Background: an optimization exercise with open tools, aiming at small area. Do not read the settings as production practice.
Where RTL was checked, it was by simulation tests only, not by an equivalence proof against the original.
The RTL of run 1 was laid out without a check of its function.
Power and IR drop assume default switching activity.

===== flow/design.v =====
module thr_maj (input wire a, input wire b, input wire c, output wire y);
    assign y = (a & b) | (a & c) | (b & c);
endmodule
module thr_inv (input wire a, output wire y);
    assign y = ~a;
endmodule
module thr_nand2 (input wire a, input wire b, output wire y);
    assign y = ~(a & b);
endmodule
module thr_nand3 (input wire a, input wire b, input wire c, output wire y);
    assign y = ~(a & b & c);
endmodule
module thr_nand4 (input wire a, input wire b, input wire c, input wire d, output wire y);
    assign y = ~(a & b & c & d);
endmodule
module thr_nor2 (input wire a, input wire b, output wire y);
    assign y = ~(a | b);
endmodule
module thr_and2 (input wire a, input wire b, output wire y);
    assign y = a & b;
endmodule
module thr_and3 (input wire a, input wire b, input wire c, output wire y);
    assign y = a & b & c;
endmodule
module thr_and4 (input wire a, input wire b, input wire c, input wire d, output wire y);
    assign y = a & b & c & d;
endmodule
module thr_or3 (input wire a, input wire b, input wire c, output wire y);
    assign y = a | b | c;
endmodule
module thr_xor2 (input wire a, input wire b, output wire y);
    assign y = a ^ b;
endmodule
module thr_xnor2 (input wire a, input wire b, output wire y);
    assign y = ~(a ^ b);
endmodule
module thr_o21ai (input wire a, input wire b, input wire c, output wire y);
    assign y = ~((a | b) & c);
endmodule
module thr_a21o (input wire a, input wire b, input wire c, output wire y);
    assign y = (a & b) | c;
endmodule
module thr_a22o (input wire a, input wire b, input wire c, input wire d, output wire y);
    assign y = (a & b) | (c & d);
endmodule
module thr_mux2i (input wire a, input wire b, input wire s, output wire y);
    assign y = ~(s ? b : a);
endmodule
module thr_hold (input wire wen, input wire cn, input wire q, output wire d);
    wire t;
    thr_nand2 u_t (.a(wen), .b(q), .y(t));
    thr_o21ai u_d (.a(wen), .b(cn), .c(t), .y(d));
endmodule
module thr_bank #(
    parameter integer NTHR = 32
) (
    input  wire            clk,
    input  wire            rst,
    input  wire            s_valid,
    input  wire [6:0]      s_chan,
    input  wire [1:0]      s_preset,
    input  wire            s_ok,
    input  wire [23:0]     s_value,
    input  wire            cfg_we,
    input  wire [4:0]      cfg_idx,
    input  wire [31:0]     cfg_word,
    input  wire [31:0]     lvl_word,
    input  wire [NTHR-1:0] latch_clr,
    output wire [NTHR-1:0] thr_state,
    output wire [NTHR-1:0] thr_latch
);
    reg        p_valid;
    reg [6:0]  p_chan;
    reg [1:0]  p_preset;
    reg        p_ok;
    reg [23:12] p_vo;        
    always @(posedge clk) begin
        p_valid  <= s_valid;
        p_chan   <= s_chan;
        p_preset <= s_preset;
        p_ok     <= s_ok;
        p_vo     <= {~s_value[23], s_value[22:12]};
    end
    wire [11:0] s_vo = s_value[11:0];   
    wire pv_ok  = p_valid & p_ok;       
    wire pv_nok = p_valid & ~p_ok;      
    wire rst_n  = ~rst;
    wire c_en_n = ~(cfg_word[0] & rst_n);    
    wire        c_en   = cfg_word[0];
    wire        c_dir  = cfg_word[1];
    wire [1:0]  c_src  = cfg_word[3:2];
    wire        c_inv  = cfg_word[4];
    wire [3:0]  c_cnt  = cfg_word[11:8];
    wire [6:0]  c_chan = cfg_word[18:12];
    wire [23:0] lo = {~lvl_word[23], lvl_word[22:0]};
    wire [12:0] hy = {5'd0, lvl_word[31:24]};
    wire [12:0] kx = {1'b0, lo[23:12]} + (c_dir ? hy : (~hy + 13'd1));
    wire [23:0] c_x = ~lo;                    
    wire [11:0] c_y = ~kx[11:0];              
    wire        c_f = kx[12];                 
    wire [51:0] c_n = ~{~c_dir, c_src, c_inv, c_cnt[0], ~c_cnt[3:1], c_chan,
                        ~c_x[23:12], c_x[11:0], ~c_y, c_f};
    wire [12:0] cw;
    assign cw[0] = ~c_dir;
    genvar j;
    generate
        for (j = 0; j < 12; j = j + 1) begin : g_cw
            assign cw[j+1] = (s_vo[j] & c_x[j]) | (s_vo[j] & cw[j]) | (c_x[j] & cw[j]);
        end
    endgenerate
    wire c12_n = ~cw[12];
    wire [NTHR-1:0] we;
    wire [9:0]      cur [0:NTHR];
    assign cur[0] = 10'd0;
    wire fk_g = ~c_en | (cur[NTHR] != {~c_dir, c_src, c_chan});
    genvar k, i;
    generate
        for (k = 0; k < NTHR; k = k + 1) begin : g_thr
            reg        enable;
            reg        ndir;         
            reg [1:0]  source;
            reg        inv_act;
            reg        count0;       
            reg [3:1]  ncount;       
            reg [6:0]  channel;
            reg [11:0] xl;           
            reg [23:12] nxh;         
            reg [11:0] nyk;          
            reg        fk;           
            reg        state;
            reg        hold;         
            reg [3:0]  cnt;
            reg        latch;
            reg        c12;          
            wire [51:0] cfg_q = {ndir, source, inv_act, count0, ncount, channel,
                                 nxh, xl, nyk, fk};
            wire [51:0] cfg_d;
            assign we[k] = cfg_we & (cfg_idx == k);
            wire wen = ~(we[k] | rst);
            wire en_d;
            thr_hold u_en (.wen(wen), .cn(c_en_n), .q(enable), .d(en_d));
            for (i = 0; i < 52; i = i + 1) begin : g_h
                thr_hold u_h (.wen(wen), .cn(c_n[i]), .q(cfg_q[i]), .d(cfg_d[i]));
            end
            assign cur[k+1] = cur[k] | ({10{we[k]}} & {ndir, source, channel});
            wire [12:0]  cl;
            wire         c12_d;
            assign cl[0] = ndir;
            for (i = 0; i < 12; i = i + 1) begin : g_l
                thr_maj u_l (.a(s_vo[i]), .b(xl[i]), .c(cl[i]), .y(cl[i+1]));
            end
            thr_hold u_c12 (.wen(wen), .cn(c12_n), .q(cl[12]), .d(c12_d));
            wire [23:12] op;
            wire [24:12] ca;
            assign ca[12] = c12;
            for (i = 12; i < 24; i = i + 1) begin : g_a
                thr_mux2i u_o (.a(nxh[i]), .b(nyk[i-12]), .s(state), .y(op[i]));
                thr_maj   u_a (.a(p_vo[i]), .b(op[i]), .c(ca[i]), .y(ca[i+1]));
            end
            wire u, tx, rg, t_n;
            thr_xnor2 u_u  (.a(ndir), .b(state), .y(u));
            thr_xor2  u_tx (.a(ca[24]), .b(u), .y(tx));            
            thr_nand2 u_rg (.a(state), .b(fk), .y(rg));            
            thr_nand2 u_t  (.a(tx), .b(rg), .y(t_n));              
            wire [8:0] x;
            for (i = 0; i < 7; i = i + 1) begin : g_x
                thr_xnor2 u_x (.a(p_chan[i]), .b(channel[i]), .y(x[i]));
            end
            thr_xnor2 u_x7 (.a(p_preset[0]), .b(source[0]), .y(x[7]));
            thr_xnor2 u_x8 (.a(p_preset[1]), .b(source[1]), .y(x[8]));
            wire m1, m2, e8, hv_n, vh_n, ih;
            thr_nand4 u_m1 (.a(x[0]), .b(x[1]), .c(x[2]), .d(x[3]), .y(m1));
            thr_nand4 u_m2 (.a(x[4]), .b(x[5]), .c(x[6]), .d(x[7]), .y(m2));
            thr_nor2  u_e8 (.a(m1), .b(m2), .y(e8));
            thr_nand3 u_hv (.a(e8), .b(x[8]), .c(p_valid), .y(hv_n));   
            thr_nand3 u_vh (.a(e8), .b(x[8]), .c(pv_ok), .y(vh_n));     
            thr_and4  u_ih (.a(e8), .b(x[8]), .c(pv_nok), .d(inv_act), .y(ih));
            wire wf, clr_n;
            thr_nand2 u_wf (.a(we[k]), .b(fk_g), .y(wf));
            thr_and3  u_cl (.a(enable), .b(rst_n), .c(wf), .y(clr_n));
            wire c0n, cg1, cg2, cg3, cg4, hold_n, rch, rch_n;
            thr_inv   u_c0n (.a(cnt[0]), .y(c0n));
            thr_nand2 u_cg1 (.a(c0n), .b(count0), .y(cg1));
            thr_maj   u_cg2 (.a(cnt[1]), .b(ncount[1]), .c(cg1), .y(cg2));
            thr_maj   u_cg3 (.a(cnt[2]), .b(ncount[2]), .c(cg2), .y(cg3));
            thr_maj   u_cg4 (.a(cnt[3]), .b(ncount[3]), .c(cg3), .y(cg4));
            thr_inv   u_hn  (.a(hold), .y(hold_n));
            thr_a21o  u_rch (.a(state), .b(hold_n), .c(cg4), .y(rch));
            thr_inv   u_rn  (.a(rch), .y(rch_n));
            wire pass, done, inc, keep;
            thr_nor2  u_ps (.a(t_n), .b(vh_n), .y(pass));
            thr_and2  u_dn (.a(pass), .b(rch), .y(done));
            thr_and3  u_in (.a(pass), .b(rch_n), .c(clr_n), .y(inc));
            thr_and2  u_kp (.a(clr_n), .b(hv_n), .y(keep));
            wire t1, s_n, state_d, rise, h_n, hold_d, lc_n, latch_d;
            thr_xor2  u_t1 (.a(state), .b(done), .y(t1));
            thr_o21ai u_sn (.a(t1), .b(ih), .c(clr_n), .y(s_n));
            thr_inv   u_sd (.a(s_n), .y(state_d));
            thr_nor2  u_rs (.a(state), .b(s_n), .y(rise));
            thr_o21ai u_hn2 (.a(ih), .b(hold), .c(clr_n), .y(h_n));
            thr_nor2  u_hd (.a(h_n), .b(done), .y(hold_d));
            thr_nor2  u_lc (.a(latch_clr[k]), .b(rst), .y(lc_n));
            thr_a21o  u_ld (.a(latch), .b(lc_n), .c(rise), .y(latch_d));
            wire n1, a01, n2, a012, n3;
            wire [3:0] cnt_d;
            thr_a22o  u_d0 (.a(keep), .b(cnt[0]), .c(inc), .d(c0n), .y(cnt_d[0]));
            thr_xor2  u_n1 (.a(cnt[1]), .b(cnt[0]), .y(n1));
            thr_a22o  u_d1 (.a(keep), .b(cnt[1]), .c(inc), .d(n1), .y(cnt_d[1]));
            thr_and2  u_a01 (.a(cnt[0]), .b(cnt[1]), .y(a01));
            thr_xor2  u_n2 (.a(cnt[2]), .b(a01), .y(n2));
            thr_a22o  u_d2 (.a(keep), .b(cnt[2]), .c(inc), .d(n2), .y(cnt_d[2]));
            thr_and3  u_a012 (.a(cnt[0]), .b(cnt[1]), .c(cnt[2]), .y(a012));
            thr_xor2  u_n3 (.a(cnt[3]), .b(a012), .y(n3));
            thr_a22o  u_d3 (.a(keep), .b(cnt[3]), .c(inc), .d(n3), .y(cnt_d[3]));
            always @(posedge clk) begin
                enable <= en_d;
                {ndir, source, inv_act, count0, ncount, channel, nxh, xl, nyk, fk} <= cfg_d;
                state <= state_d;
                hold  <= hold_d;
                cnt   <= cnt_d;
                latch <= latch_d;
                c12   <= c12_d;
            end
            assign thr_state[k] = state;
            assign thr_latch[k] = latch;
        end
    endgenerate
endmodule

===== flow/flow/run.sh =====
#!/bin/bash
# Layout: the standard flow (standard synthesis through routing), with
# two changes. After the standard synthesis, the majority gates of the
# comparators' carry chains, which synthesis maps one by one to the x2 cell,
# are set to the x1 cell of the same function (each drives one or two gate
# inputs nearby; the registers are left as synthesis made them). And the
# port buffers are made with the smallest buffer cell. Each step's full
# output stays in orfs/logs; make's own output goes to make_*.log here.
set -euo pipefail
res=orfs/results/$FLOW_PLATFORM/thr_bank/base
knobs=("BUFFER_PORTS_ARGS=-buffer_cell sky130_fd_sc_hd__buf_1")
bash standard.sh "${knobs[@]}" synth > make_synth.log 2>&1
sed -i 's/\bsky130_fd_sc_hd__maj3_2\b/sky130_fd_sc_hd__maj3_1/' "$res/1_2_yosys.v"
grep -c 'sky130_fd_sc_hd__maj3_1' "$res/1_2_yosys.v" > maj_count.log || true
touch "$res/1_2_yosys.v"
bash standard.sh "${knobs[@]}" finish > make_finish.log 2>&1

===== flow/standard.sh =====
#!/bin/bash
# synth_recipe.tcl (not shown) runs the flow's synth.tcl, then flattens the netlist and writes it again
# the make line also repeats each setting of config.mk as NAME=value (left out here)
make -C /OpenROAD-flow-scripts/flow DESIGN_CONFIG=/design/flow/config.mk WORK_HOME=/design/flow/orfs CLKGATE_MAP_FILE= SYNTH_SCRIPT=/design/flow/synth_recipe.tcl "${@:-finish}"

===== flow/config.mk =====
export PLATFORM = sky130hd
export DESIGN_NAME = thr_bank
export DESIGN_NICKNAME = thr_bank
export VERILOG_FILES = /design/flow/design.v
export SDC_FILE = /design/flow/constraint.sdc
export NUM_CORES = 4
export LEC_CHECK = 0
export CAP_MARGIN = 20
export CORE_MARGIN = 2
export CORE_UTILIZATION = 60
export CTS_CLUSTER_DIAMETER = 100
export CTS_CLUSTER_SIZE = 30
export SLEW_MARGIN = 20
export SYNTH_HIERARCHICAL = 1

===== flow/constraint.sdc =====
create_clock -name core_clock -period 8.0 [get_ports {clk}]
set_input_delay 1.6000 -clock core_clock [delete_from_list [all_inputs] [get_ports {clk}]]
set_output_delay 1.6000 -clock core_clock [all_outputs]
set_load 0.01 [all_outputs]

==> run_results.csv, run 1 <==
group,metric,value,unit
outcome,status,"no timing/DRC/antenna violations",
critical_path,worst_r2r_endpoint,"g_thr[29].latch$_DFF_P_",
global_routing,grt_pass1_wl,367,mm
global_routing,grt_antenna_before_repair,6,
clock_network,path_clk_slew,120,ps
critical_path,r2r_setup_slack,860,ps
place,io_buffers,186,
clock_network,h-tree-depth,3,
global_routing,grt_max_degree,93,
timing,worstMarginPinSlew,1170,ps
flow_run,drv_cap,0,
timing,slew_headroom,0.219,
floorplanning,core.rowCount,134,
critical_path,crit_arrival,7770,ps
final_layout,nets,9273,
route,drt-initial-drc-count,6313,
route,totalWireLength,249,mm
clock_network,post_cts_buffers,0,
clock_network,worstSkewPairLatency,730,ps
critical_path,path_delay_family,"adder cells",
floorplanning,start_util,0.604,
route,drc,0,
clock_network,hold_buffers,0,
critical_path,cp-end-kind,"flop",
critical_path,crit_start,"g_thr[29].state$_DFF_P_",
worst_hold_path,min_path_type,"reg2reg",
pwr,seqPwrFrac,0.597,
yosys,synth_area_per_cell,9.22,µm²
pwr,p_total,19.7,mW
route,firstDrtPassIters,6,
yosys,yosys_warnings,7,
pwr,max-vdd-ir-drop,0.184,mV
clock_network,post_cts_resize_count,0,
timing,setup_tns,0,ps
critical_path,worstSetupPathType,"reg2reg",
critical_path,worstSetupStartpointType,"flop",
critical_path,crit_end,"g_thr[29].latch$_DFF_P_",
floorplanning,die_w,371,µm
critical_path,crit_top_cell,"maj3_1",
final_layout,final_cells,10900,
timing,finalMaxSlewViolations,0,
timing,setup_viol_count_final,0,
critical_path,path_buf_inv,0,
timing,finalClockSkew,28.7,ps
place,gp_congestion,0.972,
timing,fin_crit_sh,0.893,
floorplanning,die_h,371,µm
global_routing,grt_pass1_vias,57300,
route,viasPerCell,5.87,
yosys,synth_cells,8743,
timing,max_clock_freq,140,MHz
timing,hold_viol,0,
place,placed_cells,10800,
yosys,syn_area,0.0806,mm²
route,ant_nets,0,
global_routing,gr-total-overflow,0,
pwr,switching_share,0.287,
critical_path,timing.rr.start,"g_thr[29].state$_DFF_P_",
clock_network,cts_buffer_depth,3,
final_layout,drive_gt1_frac,0.0409,
pwr,combinationalPowerShare,0.160,
clock_network,cts-root-buf,"clkbuf_16",
route,routedWlPerCell,22.9,µm
critical_path,path_depth,21,
pwr,p_int,14.0,mW
pwr,clkPwrFrac,0.243,
critical_path,slowest_stage,"dfxtp_1",
yosys,synth.net_count,8896,
pwr,p_switching,5.66,mW
floorplanning,core,0.133,mm²
pwr,p_leak,33.0,nW
place,post-dp-hpwl,169,mm
timing,rsz0062_at_grt,"no",
critical_path,path_cells,"mux2i_1 -> maj3_1 -> maj3_1 -> maj3_1 -> maj3_1 -> maj3_1 -> maj3_1 -> maj3_1 -> maj3_1 -> maj3_1 -> maj3_1 -> maj3_1 -> maj3_1 -> xor2_1 -> nand2_1 -> nor2_1 -> and2_1 -> xor2_1 -> o21ai_1 -> nor2_1 -> a21o_1",
critical_path,cp.required,8630,ps
route,via_count,64000,
clock_network,cts_tree,"built",
pwr,p_per_area,226,mW/mm²
critical_path,slowest_delay,840,ps
final_layout,areaGrowthSynthToFinish,8.08,%
clock_network,clock-sinks,1975,
critical_path,path_max_fanout,5,
floorplanning,die_area,0.137,mm²
timing,layout_min_cycle_time,7140,ps
clock_network,cts_buffers,75,
floorplanning,io-pin-count,203,
critical_path,reg2reg_depth,21,
global_routing,grt_util_all_layers,0.356,
-- state kept, by name (all words and copies together), names as in the netlist --
| signal | cells |
|---|---|
| g_thr.enable | 32 |
| g_thr.hold | 32 |
| g_thr.channel | 224 |
| g_thr.source | 64 |
| g_thr.nyk | 384 |
| g_thr.c12 | 32 |
| p_ok | 1 |
| g_thr.nxh | 384 |
| g_thr.latch | 32 |
| p_preset | 2 |
| p_chan | 7 |
| g_thr.count0 | 32 |
| p_vo | 12 |
| g_thr.ncount | 96 |
| g_thr.xl | 384 |
| g_thr.inv_act | 32 |
| p_valid | 1 |
| g_thr.state | 32 |
| g_thr.fk | 32 |
| g_thr.cnt | 128 |
| g_thr.ndir | 32 |
-- cell type report --
type                            instances  area, µm²
Tap cell                             1768       2210
Clock inverter                          2       17.5
Sequential cell                      1975      39600
Inverter                              172        646
Multi-Input combinational cell       6492      40200
Timing Repair Buffer                  404       2580
Antenna cell                            1       2.50
Clock buffer                           80       1960
Fill cell                           11500      46300
-- per-layer routing --
metal / track usage / vias to the layer above / wire, µm
met2: 0.542 / 2054 / 105000
met1: 0.499 / 29800 / 112000
met4: 0.172 / 2 / 14000
met5: 0 / - / 13
li1: - / 31700 / -
met3: 0.0480 / 401 / 18200
-- through the flow --
stage | worst slack, ps | cell area (µm²) | utilization | hold slack, ps
floorplan | 1750 | 80600 | - | 423
global placement | 982 | 84800 | 0.636 | 431
detailed placement | 978 | 84900 | 0.636 | 438
CTS | 945 | 86900 | 0.651 | 454
global route | 674 | 87100 | 0.653 | 465
finish | 859 | 87100 | 0.653 | 451
-- power groups by stage --
stage | Combinational [mW] | Sequential, mW | Clock [mW]
finish | 3.15 | 11.8 | 4.79
global route | 3.46 | 11.9 | 5.19
CTS | 3.11 | 11.8 | 4.86
detailed placement | 3.10 | 12.0 | 0
global placement | 3.00 | 11.9 | 0
floorplan | 2.15 | 11.8 | 0
-- how the worst min path moves through the flow --
stage | startpoint | endpoint | slack (ps) | cells after the start
2_1_floorplan | g_thr[0].enable$_DFF_P_ | g_thr[0].enable$_DFF_P_ | 420 | 2
6_report | g_thr[6].inv_act$_DFF_P_ | g_thr[6].inv_act$_DFF_P_ | 450 | 2
4_1_cts | g_thr[17].inv_act$_DFF_P_ | g_thr[17].inv_act$_DFF_P_ | 450 | 2
3_5_place_dp | g_thr[17].inv_act$_DFF_P_ | g_thr[17].inv_act$_DFF_P_ | 440 | 2
3_3_place_gp | g_thr[5].enable$_DFF_P_ | g_thr[5].enable$_DFF_P_ | 430 | 2
5_1_grt | g_thr[17].enable$_DFF_P_ | g_thr[17].enable$_DFF_P_ | 460 | 2
-- layout by cell type (no fill, tap or decap), types with 102 or more instances in the layout --
| cell type | count |
|---|---|
| dfxtp_1 | 1966 |
| nand4_1 | 102 |
| mux2i_1 | 384 |
| o21ai_1 | 1792 |
| a22o_1 | 132 |
| xor2_1 | 164 |
| buf_4 | 201 |
| a22oi_1 | 153 |
| maj3_1 | 866 |
| buf_1 | 180 |
| nand2_1 | 1868 |
| xnor2_1 | 332 |
| inv_1 | 163 |
| nor2_1 | 203 |
-- worst register-to-register path, cell delays in order (launching register included) --
cell and delay (ps):
dfxtp_1 840, mux2i_1 190, maj3_1 380, maj3_1 370, maj3_1 380, maj3_1 440
maj3_1 390, maj3_1 360, maj3_1 360, maj3_1 370, maj3_1 380, maj3_1 400
maj3_1 390, maj3_1 370, xor2_1 410, nand2_1 130, nor2_1 140, and2_1 180
xor2_1 80, o21ai_1 210, nor2_1 100, a21o_1 160
==> inputs of run 2 (changes only) <==
--- a/flow/design.v
+++ b/flow/design.v
@@ -38,2 +38,8 @@
     assign y = ~((a | b) & c);
+endmodule
+module thr_nand2b (input wire a, input wire b, output wire y);
+    assign y = ~(~a & b);
+endmodule
+module thr_o21a (input wire a, input wire b, input wire c, output wire y);
+    assign y = (a | b) & c;
 endmodule
@@ -115,2 +121,3 @@
     wire fk_g = ~c_en | (cur[NTHR] != {~c_dir, c_src, c_chan});
+    wire fkr_n = ~(fk_g | rst);
     genvar k, i;
@@ -130,3 +137,3 @@
             reg        state;
-            reg        hold;         
+            reg        nhold;        
             reg [3:0]  cnt;
@@ -177,6 +184,5 @@
             thr_and4  u_ih (.a(e8), .b(x[8]), .c(pv_nok), .d(inv_act), .y(ih));
-            wire wf, clr_n;
-            thr_nand2 u_wf (.a(we[k]), .b(fk_g), .y(wf));
-            thr_and3  u_cl (.a(enable), .b(rst_n), .c(wf), .y(clr_n));
-            wire c0n, cg1, cg2, cg3, cg4, hold_n, rch, rch_n;
+            wire clr_n;
+            thr_o21a  u_cl (.a(wen), .b(fkr_n), .c(enable), .y(clr_n));
+            wire c0n, cg1, cg2, cg3, cg4, rch, rch_n;
             thr_inv   u_c0n (.a(cnt[0]), .y(c0n));
@@ -186,12 +192,11 @@
             thr_maj   u_cg4 (.a(cnt[3]), .b(ncount[3]), .c(cg3), .y(cg4));
-            thr_inv   u_hn  (.a(hold), .y(hold_n));
-            thr_a21o  u_rch (.a(state), .b(hold_n), .c(cg4), .y(rch));
+            thr_a21o  u_rch (.a(state), .b(nhold), .c(cg4), .y(rch));
             thr_inv   u_rn  (.a(rch), .y(rch_n));
-            wire pass, done, inc, keep;
+            wire pass, done_n, inc, keep;
             thr_nor2  u_ps (.a(t_n), .b(vh_n), .y(pass));
-            thr_and2  u_dn (.a(pass), .b(rch), .y(done));
+            thr_nand2 u_dn (.a(pass), .b(rch), .y(done_n));
             thr_and3  u_in (.a(pass), .b(rch_n), .c(clr_n), .y(inc));
             thr_and2  u_kp (.a(clr_n), .b(hv_n), .y(keep));
-            wire t1, s_n, state_d, rise, h_n, hold_d, lc_n, latch_d;
-            thr_xor2  u_t1 (.a(state), .b(done), .y(t1));
+            wire t1, s_n, state_d, rise, g, nhold_d, lc_n, latch_d;
+            thr_xnor2 u_t1 (.a(state), .b(done_n), .y(t1));
             thr_o21ai u_sn (.a(t1), .b(ih), .c(clr_n), .y(s_n));
@@ -199,4 +204,4 @@
             thr_nor2  u_rs (.a(state), .b(s_n), .y(rise));
-            thr_o21ai u_hn2 (.a(ih), .b(hold), .c(clr_n), .y(h_n));
-            thr_nor2  u_hd (.a(h_n), .b(done), .y(hold_d));
+            thr_nand2b u_g  (.a(ih), .b(nhold), .y(g));             
+            thr_nand3  u_hd (.a(clr_n), .b(g), .c(done_n), .y(nhold_d));
             thr_nor2  u_lc (.a(latch_clr[k]), .b(rst), .y(lc_n));
@@ -218,3 +223,3 @@
                 state <= state_d;
-                hold  <= hold_d;
+                nhold <= nhold_d;
                 cnt   <= cnt_d;
--- a/flow/config.mk
+++ b/flow/config.mk
@@ -7,3 +7,3 @@
 export LEC_CHECK = 0
-export CAP_MARGIN = 20
+export CAP_MARGIN = 0
 export CORE_MARGIN = 2
@@ -12,3 +12,3 @@
 export CTS_CLUSTER_SIZE = 30
-export SLEW_MARGIN = 20
+export SLEW_MARGIN = 0
 export SYNTH_HIERARCHICAL = 1
==> run 2 against run 1 <==
Effect of this change:
- core utilization is 0.23 points lower
- flip-flop and latch count stayed put
- critical endpoint is now g_thr[13].latch$_DFF_P_
- critical path depth stayed put
- sequential share of layout area is 0.21 points higher
- first-iteration DRC count is 0.13% higher
==> run_results.csv, run 2 <==
group,metric,value,unit
global_routing,grt_antenna_before_repair,0,
clock_network,clock-sinks,1975,
yosys,synth.net_count,8834,
route,routedWlPerCell,22.9,µm
timing,setup_viol_count_final,0,
timing,max_clock_freq,143,MHz
floorplanning,core.rowCount,134,
yosys,yosys_warnings,7,
clock_network,worstSkewPairLatency,740,ps
route,totalWireLength,248,mm
pwr,p_per_area,227,mW/mm²
timing,worstMarginPinSlew,1420,ps
final_layout,antennaDiodeCount,0,
critical_path,timing.rr.start,"p_vo[12]$_DFF_P_",
yosys,syn_area,0.0805,mm²
critical_path,crit_arrival,7630,ps
final_layout,final_cells,10800,
clock_network,cts_buffer_depth,3,
timing,timing.final.ws_setup,994,ps
route,viasPerCell,5.92,
timing,finalClockSkew,28.3,ps
final_layout,final_common_cell,"dfxtp_1",
global_routing,grt_max_degree,110,
clock_network,path_clk_slew,110,ps
place,placed_cells,10700,
route,firstDrtPassIters,7,
yosys,synth_area_per_cell,9.27,µm²
global_routing,gr-total-overflow,0,
pwr,p_leak,32.5,nW
pwr,max-vdd-ir-drop,0.206,mV
final_layout,nets,9188,
final_layout,fin_util,0.651,
floorplanning,die_w,370,µm
critical_path,worstSetupPathType,"reg2reg",
outcome,status,"no timing/DRC/antenna violations",
critical_path,reg2reg_depth,21,
critical_path,r2r_setup_slack,990,ps
timing,layout_min_cycle_time,7010,ps
flow_run,drv_cap,0,
route,ant_nets,0,
final_layout,areaGrowthSynthToFinish,7.73,%
critical_path,cp.required,8630,ps
final_layout,drive_gt1_frac,0.0408,
timing,rsz0062_at_grt,"no",
route,via_count,64100,
global_routing,grt_pass1_wl,365,mm
timing,setup_tns,0,ps
floorplanning,io-pin-count,203,
clock_network,post_cts_buffers,0,
worst_hold_path,hold_start,"g_thr[11].nxh[17]$_DFF_P_",
worst_hold_path,min_path_type,"reg2reg",
critical_path,path_max_fanout,19,
floorplanning,die_area,0.137,mm²
yosys,synth_cells,8681,
clock_network,post_cts_resize_count,0,
clock_network,cts_buffers,75,
clock_network,hold_buffers,0,
critical_path,cp-end-kind,"flop",
floorplanning,core,0.133,mm²
pwr,p_total,19.7,mW
global_routing,grt_pass1_vias,57400,
route,drt-initial-drc-count,6321,
global_routing,grt_util_all_layers,0.354,
final_layout,final_cell_mix,"dfxtp_1 (1966), nand2_1 (1868), o21ai_1 (1760)",
route,drc,0,
critical_path,worstSetupStartpointType,"flop",
timing,fin_crit_sh,0.876,
place,io_buffers,186,
floorplanning,die_h,370,µm
place,post-dp-hpwl,166,mm
timing,hold_viol,0,
worst_hold_path,min_to,"g_thr[11].nxh[17]$_DFF_P_",
critical_path,worst_r2r_endpoint,"g_thr[13].latch$_DFF_P_",
clock_network,cts_tree,"built",
worst_hold_path,hold_depth,2,
clock_network,cts-root-buf,"clkbuf_16",
floorplanning,start_util,0.604,
timing,finalMaxSlewViolations,0,
place,gp_congestion,0.951,
clock_network,h-tree-depth,3,
place,pre_cts_ws,1080,ps
timing,slew_headroom,0.0461,
==> run 2: through the flow <==
stage / hold slack [ps] / instance area, µm²
finish: 453 / 86700
global route: 468 / 86700
CTS: 453 / 86700
detailed placement: 438 / 84700
global placement: 431 / 84700
floorplan: 423 / 80500
==> run 2: layout make-up <==
class / instances / area [µm²]
well taps: 1768 / 2210
clock buffers: 81 / 1950
fillers: 11500 / 46600
repair buffers: 382 / 2190
inverters: 139 / 522
clock inverters: 5 / 55.1
flip-flops and latches: 1975 / 39500
multi-input cells: 6462 / 40200
==> run 2: worst max path at each step <==
stage | start | endpoint | slack (ps) | cells after the start
final | p_vo[12]$_DFF_P_ | g_thr[13].latch$_DFF_P_ | 990 | 21
after detailed placement | p_vo[12]$_DFF_P_ | g_thr[13].latch$_DFF_P_ | 1080 | 21
after global placement | p_vo[12]$_DFF_P_ | g_thr[13].latch$_DFF_P_ | 1160 | 21
after floorplan | cfg_idx[1] | g_thr[0].cnt[1]$_DFF_P_ | 1460 | 13
after global routing | p_vo[12]$_DFF_P_ | g_thr[13].latch$_DFF_P_ | 760 | 21
after CTS | p_vo[12]$_DFF_P_ | g_thr[13].latch$_DFF_P_ | 1050 | 21
==> run 2: where the power goes <==
group	total, mW	switching (mW)	internal, mW	leakage [nW]
Combinational	3.15	1.91	1.25	15.0
Sequential	11.7	0.739	11.0	16.5
Clock	4.82	3.04	1.78	0.988
==> run 2: routing by layer <==
layer / up-vias / share of wire / GRT usage
met2: 2102 / 0.42 / 0.534
met5: - / 0 / 0
li1: 31600 / - / -
met4: 0 / 0.058 / 0.176
met1: 29900 / 0.44 / 0.493
met3: 459 / 0.078 / 0.0562
==> run 2: worst max-delay path: stages (launching register included) <==
cell and delay, ps:
dfxtp_1 630, buf_12 340, maj3_1 350, maj3_1 370, maj3_1 360, maj3_1 370
maj3_1 360, maj3_1 360, maj3_1 360, maj3_1 410, maj3_1 430, maj3_1 380
maj3_1 400, maj3_1 370, xor2_1 410, nand2_1 120, nor2_1 140, nand2_1 100
xnor2_1 140, o21ai_1 240, nor2_1 80, a21o_1 150
==> inputs of run 3 (changes only) <==
--- a/flow/config.mk
+++ b/flow/config.mk
@@ -7,3 +7,3 @@
 export LEC_CHECK = 0
-export CAP_MARGIN = 0
+export CAP_MARGIN = 20
 export CORE_MARGIN = 2
@@ -12,3 +12,3 @@
 export CTS_CLUSTER_SIZE = 30
-export SLEW_MARGIN = 0
+export SLEW_MARGIN = 20
 export SYNTH_HIERARCHICAL = 1
==> run 3 against run 2 <==
Effect of this change:
- first-iteration DRC count shrank 2.4%
- final cell count about the same
- global-route usage about the same
- sequential power barely moved
- largest power group unchanged
- non-clock buffer count up 5
- hold slack barely moved
- synthesized area did not move
- critical path depth unchanged
- maximum frequency up 0.58%
- clock-buffer cell count is the same
==> run_results.csv, run 3 <==
group,metric,value,unit
global_routing,grt_pass1_vias,57500,
critical_path,path_cells,"buf_12 -> maj3_1 -> maj3_1 -> maj3_1 -> maj3_1 -> maj3_1 -> maj3_1 -> maj3_1 -> maj3_1 -> maj3_1 -> maj3_1 -> maj3_1 -> maj3_1 -> xor2_1 -> nand2_1 -> nor2_1 -> nand2_1 -> xnor2_1 -> o21ai_1 -> nor2_1 -> a21o_1",
critical_path,r2r_setup_slack,1030,ps
clock_network,worstSkewPairLatency,740,ps
worst_hold_path,min_path_type,"reg2reg",
place,io_buffers,186,
outcome,status,"no timing/DRC/antenna violations",
yosys,syn_area,0.0805,mm²
critical_path,reg2reg_depth,21,
final_layout,drive_gt1_frac,0.0416,
critical_path,path_max_fanout,19,
timing,slew_headroom,0.143,
global_routing,grt_pass1_wl,366,mm
pwr,clkPwrFrac,0.244,
final_layout,areaGrowthSynthToFinish,7.86,%
yosys,synth.net_count,8834,
floorplanning,die_area,0.137,mm²
pwr,switching_share,0.289,
route,via_count,64200,
clock_network,hold_buffers,0,
place,post-dp-hpwl,166,mm
timing,timing.final.ws_setup,1030,ps
timing,setup_viol_count_final,0,
critical_path,slowest_delay,630,ps
pwr,p_leak,32.6,nW
clock_network,post_cts_resize_count,0,
route,totalWireLength,248,mm
timing,worstMarginPinSlew,1280,ps
route,drt-initial-drc-count,6167,
place,placed_cells,10700,
clock_network,cts_buffer_depth,3,
floorplanning,core.rowCount,134,
place,pre_cts_ws,1120,ps
global_routing,grt_max_degree,110,
place,gp_congestion,0.951,
final_layout,fin_area,0.0868,mm²
worst_hold_path,min_to,"g_thr[3].inv_act$_DFF_P_",
timing,hold_viol,0,
floorplanning,die_w,370,µm
pwr,p_switching,5.70,mW
timing,max_clock_freq,144,MHz
clock_network,post_cts_buffers,0,
global_routing,gr-total-overflow,0,
pwr,seqPwrFrac,0.595,
critical_path,crit_arrival,7590,ps
final_layout,final_common_cell,"dfxtp_1",
timing,fin_crit_sh,0.871,
clock_network,clock-sinks,1975,
floorplanning,die_h,370,µm
route,drc,0,
route,viasPerCell,5.93,
critical_path,crit_top_cell,"maj3_1",
timing,finalMaxSlewViolations,0,
timing,layout_min_cycle_time,6970,ps
final_layout,fin_util,0.651,
floorplanning,io-pin-count,203,
pwr,max-vdd-ir-drop,0.212,mV
critical_path,worstSetupStartpointType,"flop",
clock_network,path_clk_slew,110,ps
final_layout,nets,9193,
global_routing,grt_antenna_before_repair,1,
timing,rsz0062_at_grt,"no",
critical_path,timing.rr.start,"p_vo[12]$_DFF_P_",
yosys,synth_area_per_cell,9.27,µm²
yosys,synth_cells,8681,
clock_network,cts_tree,"built",
final_layout,final_cells,10800,
worst_hold_path,hold_start,"g_thr[3].inv_act$_DFF_P_",
timing,setup_tns,0,ps
route,ant_nets,0,
route,firstDrtPassIters,7,
worst_hold_path,hold_depth,2,
pwr,p_per_area,227,mW/mm²
critical_path,slowest_stage,"dfxtp_1",
critical_path,cp-end-kind,"flop",
timing,finalClockSkew,27.9,ps
pwr,combinationalPowerShare,0.160,
yosys,yosys_warnings,7,
flow_run,drv_cap,0,
critical_path,cp.required,8630,ps
floorplanning,start_util,0.604,
timing,worst_hold_slack,453,ps
clock_network,cts-root-buf,"clkbuf_16",
pwr,p_int,14.0,mW
route,routedWlPerCell,22.9,µm
global_routing,grt_util_all_layers,0.354,
floorplanning,core,0.133,mm²
clock_network,cts_buffers,75,
critical_path,worst_r2r_endpoint,"g_thr[13].latch$_DFF_P_",
pwr,p_total,19.7,mW
critical_path,worstSetupPathType,"reg2reg",
clock_network,h-tree-depth,3,
final_layout,final_cell_mix,"dfxtp_1 (1966), nand2_1 (1868), o21ai_1 (1760)",
place,dpl-instance-area,0.0848,mm²
-- run 3: worst max-delay path by stage --
stage                     startpoint                       to  slack [ps]  cells past startpoint
global route        p_vo[12]$_DFF_P_  g_thr[28].latch$_DFF_P_         840                     21
detailed placement  p_vo[12]$_DFF_P_  g_thr[13].latch$_DFF_P_        1120                     21
global placement    p_vo[12]$_DFF_P_  g_thr[13].latch$_DFF_P_        1160                     21
finish              p_vo[12]$_DFF_P_  g_thr[13].latch$_DFF_P_        1030                     21
CTS                 p_vo[12]$_DFF_P_  g_thr[13].latch$_DFF_P_        1080                     21
floorplan                 cfg_idx[1]  g_thr[0].cnt[1]$_DFF_P_        1460                     13
-- run 3: power by group through the flow --
stage | Clock (mW) | Sequential [mW] | Combinational, mW
2_1_floorplan | 0 | 11.8 | 2.14
3_3_place_gp | 0 | 11.9 | 3.01
3_5_place_dp | 0 | 12.0 | 3.11
4_1_cts | 4.90 | 11.7 | 3.12
5_1_grt | 5.22 | 11.9 | 3.47
6_report | 4.82 | 11.7 | 3.16
-- run 3: per-layer routing --
layer,GRT usage,part of all wire,up-vias,wire length (µm)
met5,0,0,-,0
met4,0.175,0.057,0,14100
met3,0.0483,0.078,453,19400
met2,0.537,0.42,2230,105000
met1,0.497,0.44,29900,110000
li1,-,-,31600,-
-- run 3: area by class of cell --
class,count,area (µm²)
clock buffer,81,1950
clock inverter,5,55.1
fill,11500,46500
timing repair buffer,387,2290
antenna,2,5.00
tap,1768,2210
sequential,1975,39600
multi-input combinational,6462,40200
inverter,139,522
-- run 3: critical path, delay by kind of cell (launching register included) --
kind	cells	cell delay, ps
compound gates	2	370
xor+xnor	2	540
fa+ha+maj	12	4500
buf+inv	1	340
flops	1	630
simple gates	4	440
==> inputs of run 4 (changes only) <==
--- a/flow/design.v
+++ b/flow/design.v
@@ -93,3 +93,2 @@
     wire rst_n  = ~rst;
-    wire c_en_n = ~(cfg_word[0] & rst_n);    
     wire        c_en   = cfg_word[0];
@@ -104,4 +103,5 @@
     wire [23:0] c_x = ~lo;                    
-    wire [11:0] c_y = ~kx[11:0];              
-    wire        c_f = kx[12];                 
+    wire        c_off = rst | ~c_en;
+    wire [11:0] c_y = ~{kx[11:1], c_off | (~kx[12] & kx[0])};   
+    wire        c_f = c_off | kx[12];         
     wire [51:0] c_n = ~{~c_dir, c_src, c_inv, c_cnt[0], ~c_cnt[3:1], c_chan,
@@ -125,3 +125,2 @@
         for (k = 0; k < NTHR; k = k + 1) begin : g_thr
-            reg        enable;
             reg        ndir;         
@@ -146,4 +145,4 @@
             wire wen = ~(we[k] | rst);
-            wire en_d;
-            thr_hold u_en (.wen(wen), .cn(c_en_n), .q(enable), .d(en_d));
+            wire enable;
+            thr_nand2 u_en (.a(fk), .b(nyk[0]), .y(enable));
             for (i = 0; i < 52; i = i + 1) begin : g_h
@@ -220,3 +219,2 @@
             always @(posedge clk) begin
-                enable <= en_d;
                 {ndir, source, inv_act, count0, ncount, channel, nxh, xl, nyk, fk} <= cfg_d;
--- a/flow/config.mk
+++ b/flow/config.mk
@@ -7,3 +7,3 @@
 export LEC_CHECK = 0
-export CAP_MARGIN = 20
+export CAP_MARGIN = 0
 export CORE_MARGIN = 2
@@ -11,4 +11,4 @@
 export CTS_CLUSTER_DIAMETER = 100
-export CTS_CLUSTER_SIZE = 30
-export SLEW_MARGIN = 20
+export CTS_CLUSTER_SIZE = 25
+export SLEW_MARGIN = 0
 export SYNTH_HIERARCHICAL = 1
==> run 4 against run 3 <==
Effect of this change:
- clock skew fell by 0.96 ps
- synthesized cell count fell by 0.32%
- final area fell by 0.26%
- first-iteration DRC count increased by 2.0%
- power increased by 1.1%
- highest routed layer is now met5
==> run_results.csv, run 4 <==
group,metric,value,unit
clock_network,cts_tree,"built",
critical_path,worst_r2r_endpoint,"g_thr[19].latch$_DFF_P_",
worst_hold_path,min_path_type,"reg2reg",
place,placed_cells,10700,
route,routedWlPerCell,24.0,µm
timing,setup_viol_count_final,0,
global_routing,grt_max_degree,97,
floorplanning,core,0.132,mm²
final_layout,n_fill_cell,11400,
timing,timing.final.ws_setup,778,ps
final_layout,nets,9196,
global_routing,grt_pass1_wl,379,mm
final_layout,final_cells,10800,
yosys,synth_area_per_cell,9.24,µm²
clock_network,post_cts_resize_count,0,
final_layout,areaGrowthSynthToFinish,8.29,%
route,ant_nets,0,
final_layout,fin_area,0.0866,mm²
critical_path,crit_start,"g_thr[19].state$_DFF_P_",
critical_path,crit_top_cell,"maj3_1",
floorplanning,start_util,0.606,
clock_network,hold_buffers,0,
timing,worstMarginPinSlew,1250,ps
route,totalWireLength,259,mm
place,post-dp-hpwl,172,mm
critical_path,timing.rr.start,"g_thr[19].state$_DFF_P_",
place,gp_congestion,1.03,
place,dpl-instance-area,0.0843,mm²
timing,max_clock_freq,138,MHz
final_layout,final_common_cell,"dfxtp_1",
global_routing,gr-total-overflow,0,
floorplanning,die_w,369,µm
clock_network,post_cts_buffers,0,
critical_path,reg2reg_depth,21,
critical_path,path_max_fanout,3,
clock_network,cts_buffers,87,
route,viasPerCell,5.98,
pwr,p_leak,32.9,nW
floorplanning,die_h,369,µm
timing,hold_viol,0,
floorplanning,die_area,0.136,mm²
timing,slew_headroom,0.167,
yosys,syn_area,0.0800,mm²
timing,setup_tns,0,ps
critical_path,crit_arrival,7860,ps
yosys,yosys_warnings,7,
clock_network,cts_buffer_depth,3,
yosys,synth.net_count,8806,
global_routing,grt_util_all_layers,0.373,
timing,rsz0062_at_grt,"no",
place,pre_cts_ws,983,ps
clock_network,worstSkewPairLatency,750,ps
clock_network,clock-sinks,1943,
flow_run,drv_cap,0,
floorplanning,io-pin-count,203,
critical_path,worstSetupStartpointType,"flop",
worst_hold_path,min_to,"g_thr[24].nyk[7]$_DFF_P_",
timing,finalClockSkew,26.9,ps
floorplanning,core.rowCount,133,
timing,finalMaxSlewViolations,0,
critical_path,slowest_delay,660,ps
critical_path,r2r_setup_slack,780,ps
critical_path,path_delay_family,"adder cells",
timing,layout_min_cycle_time,7220,ps
clock_network,h-tree-depth,3,
route,drt-initial-drc-count,6293,
global_routing,grt_pass1_vias,58200,
critical_path,cp.required,8640,ps
worst_hold_path,hold_depth,2,
place,io_buffers,186,
critical_path,slowest_stage,"dfxtp_1",
worst_hold_path,hold_start,"g_thr[24].nyk[7]$_DFF_P_",
critical_path,path_buf_inv,0,
yosys,synth_cells,8653,
pwr,max-vdd-ir-drop,0.210,mV
global_routing,grt_antenna_before_repair,7,
final_layout,fin_util,0.656,
critical_path,path_cells,"mux2i_1 -> maj3_1 -> maj3_1 -> maj3_1 -> maj3_1 -> maj3_1 -> maj3_1 -> maj3_1 -> maj3_1 -> maj3_1 -> maj3_1 -> maj3_1 -> maj3_1 -> xor2_1 -> nand2_1 -> nor2_1 -> nand2_1 -> xnor2_1 -> o21ai_1 -> nor2_1 -> a21o_1",
critical_path,worstSetupPathType,"reg2reg",
pwr,p_per_area,230,mW/mm²
clock_network,path_clk_slew,100,ps
route,via_count,64600,
route,drc,0,
timing,fin_crit_sh,0.903,
final_layout,drive_gt1_frac,0.0451,
outcome,status,"no timing/DRC/antenna violations",
critical_path,cp-end-kind,"flop",
clock_network,cts-root-buf,"clkbuf_16",
final_layout,final_cell_mix,"dfxtp_1 (1930), nand2_1 (1866), o21ai_1 (1728)",
route,firstDrtPassIters,6,
[run 4: worst reg2reg max path, cell delays in order (launching register included)]
cell,delay [ps]
dfxtp_1,660
mux2i_1,470
maj3_1,500
maj3_1,370
maj3_1,360
maj3_1,360
maj3_1,370
maj3_1,360
maj3_1,370
maj3_1,360
maj3_1,360
maj3_1,400
maj3_1,380
maj3_1,410
xor2_1,540
nand2_1,110
nor2_1,130
nand2_1,90
xnor2_1,130
o21ai_1,170
nor2_1,70
a21o_1,150
[run 4: power by group]
part           switching (mW)  internal [mW]  total (mW)  leakage, nW
clock network            3.07           2.06        5.12         1.14
registers               0.744           10.8        11.6         16.3
logic                    2.01           1.26        3.26         15.4
[run 4: area by class of cell]
cell class                 instances  area (µm²)  share of cell area
sequential                      1943       38900               0.449
multi-input combinational       6476       40400               0.466
antenna                            4        10.0            0.000116
tap                             1755        2200              0.0254
timing repair buffer             395        2290              0.0264
clock inverter                     3        36.3            0.000419
inverter                         140         526             0.00607
clock buffer                      92        2290              0.0265
[run 4: worst max path at each step]
stage / end / slack [ps] / cells past startpoint
after floorplan: g_thr[10].cnt[1]$_DFF_P_ / 1760 / 8
after global placement: g_thr[19].latch$_DFF_P_ / 940 / 21
after detailed placement: g_thr[19].latch$_DFF_P_ / 980 / 21
after CTS: g_thr[19].latch$_DFF_P_ / 950 / 21
after global routing: g_thr[19].latch$_DFF_P_ / 510 / 21
final: g_thr[19].latch$_DFF_P_ / 780 / 21
[run 4: through the flow]
step	power (mW)	hold WS, ps
5_1_grt	20.8	465
2_1_floorplan	13.7	423
3_5_place_dp	15.0	438
3_3_place_gp	14.8	431
4_1_cts	20.0	452
6_report	19.9	450
[run 4: metal layers]
metal,vias to the layer above,track usage,routed length (µm)
met5,-,0,14
met4,2,0.189,15400
met3,558,0.0589,22500
met2,2526,0.555,107000
met1,30000,0.526,114000
li1,31500,-,-
==> inputs of run 5 (changes only) <==
==> flow/run.sh (new file) <==
#!/bin/bash
# synth_recipe.tcl (not shown) runs the flow's synth.tcl, then flattens the netlist and writes it again
# the make line also repeats each setting of config.mk as NAME=value (left out here)
make -C /OpenROAD-flow-scripts/flow DESIGN_CONFIG=/design/flow/config.mk WORK_HOME=/design/flow/orfs CLKGATE_MAP_FILE= SYNTH_SCRIPT=/design/flow/synth_recipe.tcl finish
--- a/flow/config.mk
+++ b/flow/config.mk
@@ -7,3 +7,3 @@
 export LEC_CHECK = 0
-export CAP_MARGIN = 0
+export CAP_MARGIN = 20
 export CORE_MARGIN = 2
@@ -12,3 +12,3 @@
 export CTS_CLUSTER_SIZE = 25
-export SLEW_MARGIN = 0
+export SLEW_MARGIN = 20
 export SYNTH_HIERARCHICAL = 1
removed: flow/flow/run.sh
removed: flow/standard.sh
==> run 5 against run 4 <==
Effect of this change:
- maximum frequency up 7.0%
- clock-buffer cell count unchanged
- die area up 1.3%
- critical path depth unchanged
- clock power about the same
- hold slack worse by 0.84 ps
- non-clock buffer count down 4
- global-route usage down 0.53 points
- power up 1.1%
- largest cell class unchanged
==> run_results.csv, run 5 <==
group,metric,value,unit
place,post-dp-hpwl,171,mm
clock_network,path_clk_slew,100,ps
route,routedWlPerCell,23.9,µm
final_layout,antennaDiodeCount,0,
worst_hold_path,min_path_type,"reg2reg",
timing,finalMaxSlewViolations,0,
timing,timing.final.ws_setup,1250,ps
yosys,ys_seq_area_frac,0.480,
final_layout,nets,9192,
timing,setup_tns,0,ps
route,drc,0,
critical_path,worstSetupStartpointType,"flop",
clock_network,clock-sinks,1943,
clock_network,post_cts_buffers,0,
clock_network,h-tree-depth,3,
global_routing,grt_pass1_vias,59100,
yosys,synth-edff-count,0,
route,ant_nets,0,
pwr,max-vdd-ir-drop,0.200,mV
outcome,status,"no timing/DRC/antenna violations",
place,placed_cells,10700,
timing,slew_headroom,0.224,
route,viasPerCell,5.96,
final_layout,areaGrowthSynthToFinish,9.67,%
clock_network,cts-root-buf,"clkbuf_16",
timing,rsz0062_at_grt,"no",
yosys,yosys-top-cells-count,"dfxtp_1 (1943), nand2_1 (1866), o21ai_1 (1728)",
yosys,yosysTopAreaCell,"dfxtp_1",
timing,worstMarginPinSlew,1160,ps
final_layout,final_cell_mix,"dfxtp_1 (1921), nand2_1 (1866), o21ai_1 (1728)",
yosys,synth_cells,8653,
final_layout,drive_gt1_frac,0.140,
global_routing,grt_util_all_layers,0.368,
clock_network,cts_buffer_depth,3,
yosys,yosys_warnings,7,
flow_run,drv_cap,0,
route,via_count,64400,
timing,finalClockSkew,27.6,ps
global_routing,grt_max_degree,107,
timing,max_clock_freq,148,MHz
yosys,yosysMostFrequentCell,"dfxtp_1",
floorplanning,core.rowCount,134,
timing,fin_crit_sh,0.844,
timing,setup_viol_count_final,0,
yosys,synth_area_leaders,"dfxtp_1 (48%), maj3_2 (12%), o21ai_1 (11%)",
floorplanning,io-pin-count,203,
yosys,synth.net_count,8806,
route,drt-initial-drc-count,6048,
place,gp_congestion,1.01,
floorplanning,die_w,372,µm
clock_network,cts_buffers,87,
clock_network,hold_buffers,0,
route,totalWireLength,258,mm
pwr,p_leak,34.3,nW
critical_path,cp-end-kind,"flop",
global_routing,grt_pass1_wl,380,mm
critical_path,worstSetupPathType,"reg2reg",
yosys,synth_top_area_frac,0.480,
yosys,syn_area,0.0811,mm²
final_layout,final_cells,10800,
yosys,synth_cell_types,62,
place,pre_cts_ws,1390,ps
pwr,p_per_area,227,mW/mm²
clock_network,worstSkewPairLatency,750,ps
timing,layout_min_cycle_time,6750,ps
yosys,synth_area_per_cell,9.37,µm²
final_layout,final_common_cell,"dfxtp_1",
place,io_buffers,186,
route,firstDrtPassIters,6,
floorplanning,die_h,372,µm
yosys,synth-seq-cells,1943,
clock_network,cts_tree,"built",
pwr,p_total,20.2,mW
clock_network,post_cts_resize_count,0,
critical_path,cp.required,8640,ps
global_routing,gr-total-overflow,0,
timing,hold_viol,0,
global_routing,grt_antenna_before_repair,5,
critical_path,crit_arrival,7390,ps
yosys,synthFlopType,"dfxtp_1",
floorplanning,start_util,0.606,
critical_path,r2r_setup_slack,1250,ps
critical_path,path_max_fanout,17,
yosys,ys_async_sr_fraction,0,
floorplanning,core,0.134,mm²
floorplanning,die_area,0.138,mm²
[run 5: per-module statistics from Yosys (local to each module, per instance), excerpt]
module	cells	flops+latches	cell area [µm²]
thr_bank	2541	1943	42800
thr_maj	1	0	11.3
thr_mux2i	1	0	10.0
thr_xnor2	1	0	8.76
thr_and4	1	0	8.76
thr_a22o	1	0	8.76
thr_xor2	1	0	8.76
thr_o21a	1	0	7.51
thr_a21o	1	0	7.51
thr_nand2b	1	0	6.26
thr_nand4	1	0	6.26
thr_and3	1	0	6.26
thr_nand3	1	0	5.00
thr_o21ai	1	0	5.00
thr_nand2	1	0	3.75
thr_nor2	1	0	3.75
[run 5: final timing paths]
kind | start | endpoint | cells after the start
worst min register to register | g_thr[9].nxh[19]$_DFF_P_ | g_thr[9].nxh[19]$_DFF_P_ | 2
worst max register to register | g_thr[31].state$_DFF_P_ | g_thr[31].latch$_DFF_P_ | 21
worst min-delay path | g_thr[9].nxh[19]$_DFF_P_ | g_thr[9].nxh[19]$_DFF_P_ | 2
worst max-delay path | g_thr[31].state$_DFF_P_ | g_thr[31].latch$_DFF_P_ | 21
[run 5: through the flow]
step                      cell area (µm²)  hold WS (ps)  utilization
after floorplan                     81100           423            -
after global placement              86400           432        0.646
after detailed placement            86400           438        0.646
after CTS                           88700           452        0.663
after global routing                88900           464        0.664
final                               88900           450        0.664
[run 5: final cells by class]
class	instances	area, µm²
fill	11300	44900
multi-input combinational	6476	41400
sequential	1943	38900
timing repair buffer	391	3480
clock buffer	92	2270
tap	1768	2210
inverter	140	526
clock inverter	4	63.8
[run 5: worst max-delay path, stage by stage (launching register included)]
cell	delay (ps)
dfxtp_1	360
buf_4	440
mux2i_1	300
maj3_2	460
maj3_2	330
maj3_2	310
maj3_2	310
maj3_2	340
maj3_2	320
maj3_2	310
maj3_2	320
maj3_2	310
maj3_2	310
maj3_2	410
xor2_1	520
nand2_1	110
nor2_1	130
nand2_1	90
xnor2_1	130
o21ai_1	420
nor2_1	200
a21o_1	190
[run 5: report_power, final]
part           leakage [nW]  total [mW]  internal, mW  switching (mW)
Combinational          16.9        3.47          1.44            2.03
Clock                  1.15        5.12          2.07            3.05
Sequential             16.3        11.6          10.8           0.771
Total                  34.3        20.2          14.3            5.85
[run 5: cells by family after synthesis]
logic type               Yosys count  synth area share
XOR/XNOR                         506            0.0547
buffers and inverters            234            0.0143
adder cells (fa/ha/maj)          881             0.123
multiplexers                     385            0.0476
flip-flops                      1943             0.480
AO/OA/AOI/OAI                   2133             0.146
AND/OR/NAND/NOR                 2571             0.135
[run 5: routing by layer]
metal	track usage	wire [µm]
met5	0	71
met4	0.171	14100
met3	0.0572	18700
met2	0.578	113000
met1	0.498	112000

-- separate check: timing with driven ports --
In the flow no input, the clock included, has a driving cell. The finished layouts below were timed again as built, in two steps.
Step 1 sets driving cells, clkbuf_16 on the clock port and buf_2 on the other inputs (assumed; they add their load-dependent delay and slew).
Step 2 moves the port delays by t, midway between the first and last clock arrival at a register: inputs arrive t later, outputs are due t later. That takes back most of the time a late clock gives input paths.
a / b / c = ideal / step 1 / step 2; a / b = the first two.
run	t (ns)	setup WS [ns]	hold slack, ns	worst setup path at the end
run 1	0.792	0.859 / 0.859 / 0.859	0.451 / 0.451 / 0.451	register to register
run 2	0.808	0.994 / 0.994 / 0.896	0.453 / 0.453 / 0.453	input to register
run 3	0.808	1.035 / 1.035 / 1.035	0.453 / 0.453 / 0.453	register to register
run 4	0.818	0.778 / 0.778 / 0.778	0.450 / 0.450 / 0.450	register to register
run 5	0.819	1.251 / 1.251 / 1.156	0.450 / 0.450 / 0.450	input to register
After both steps setup and hold are still met in every run listed. The setup slack of run 2, which loses most, moves by 0.000 ns with the drivers and by -0.098 ns with both steps.
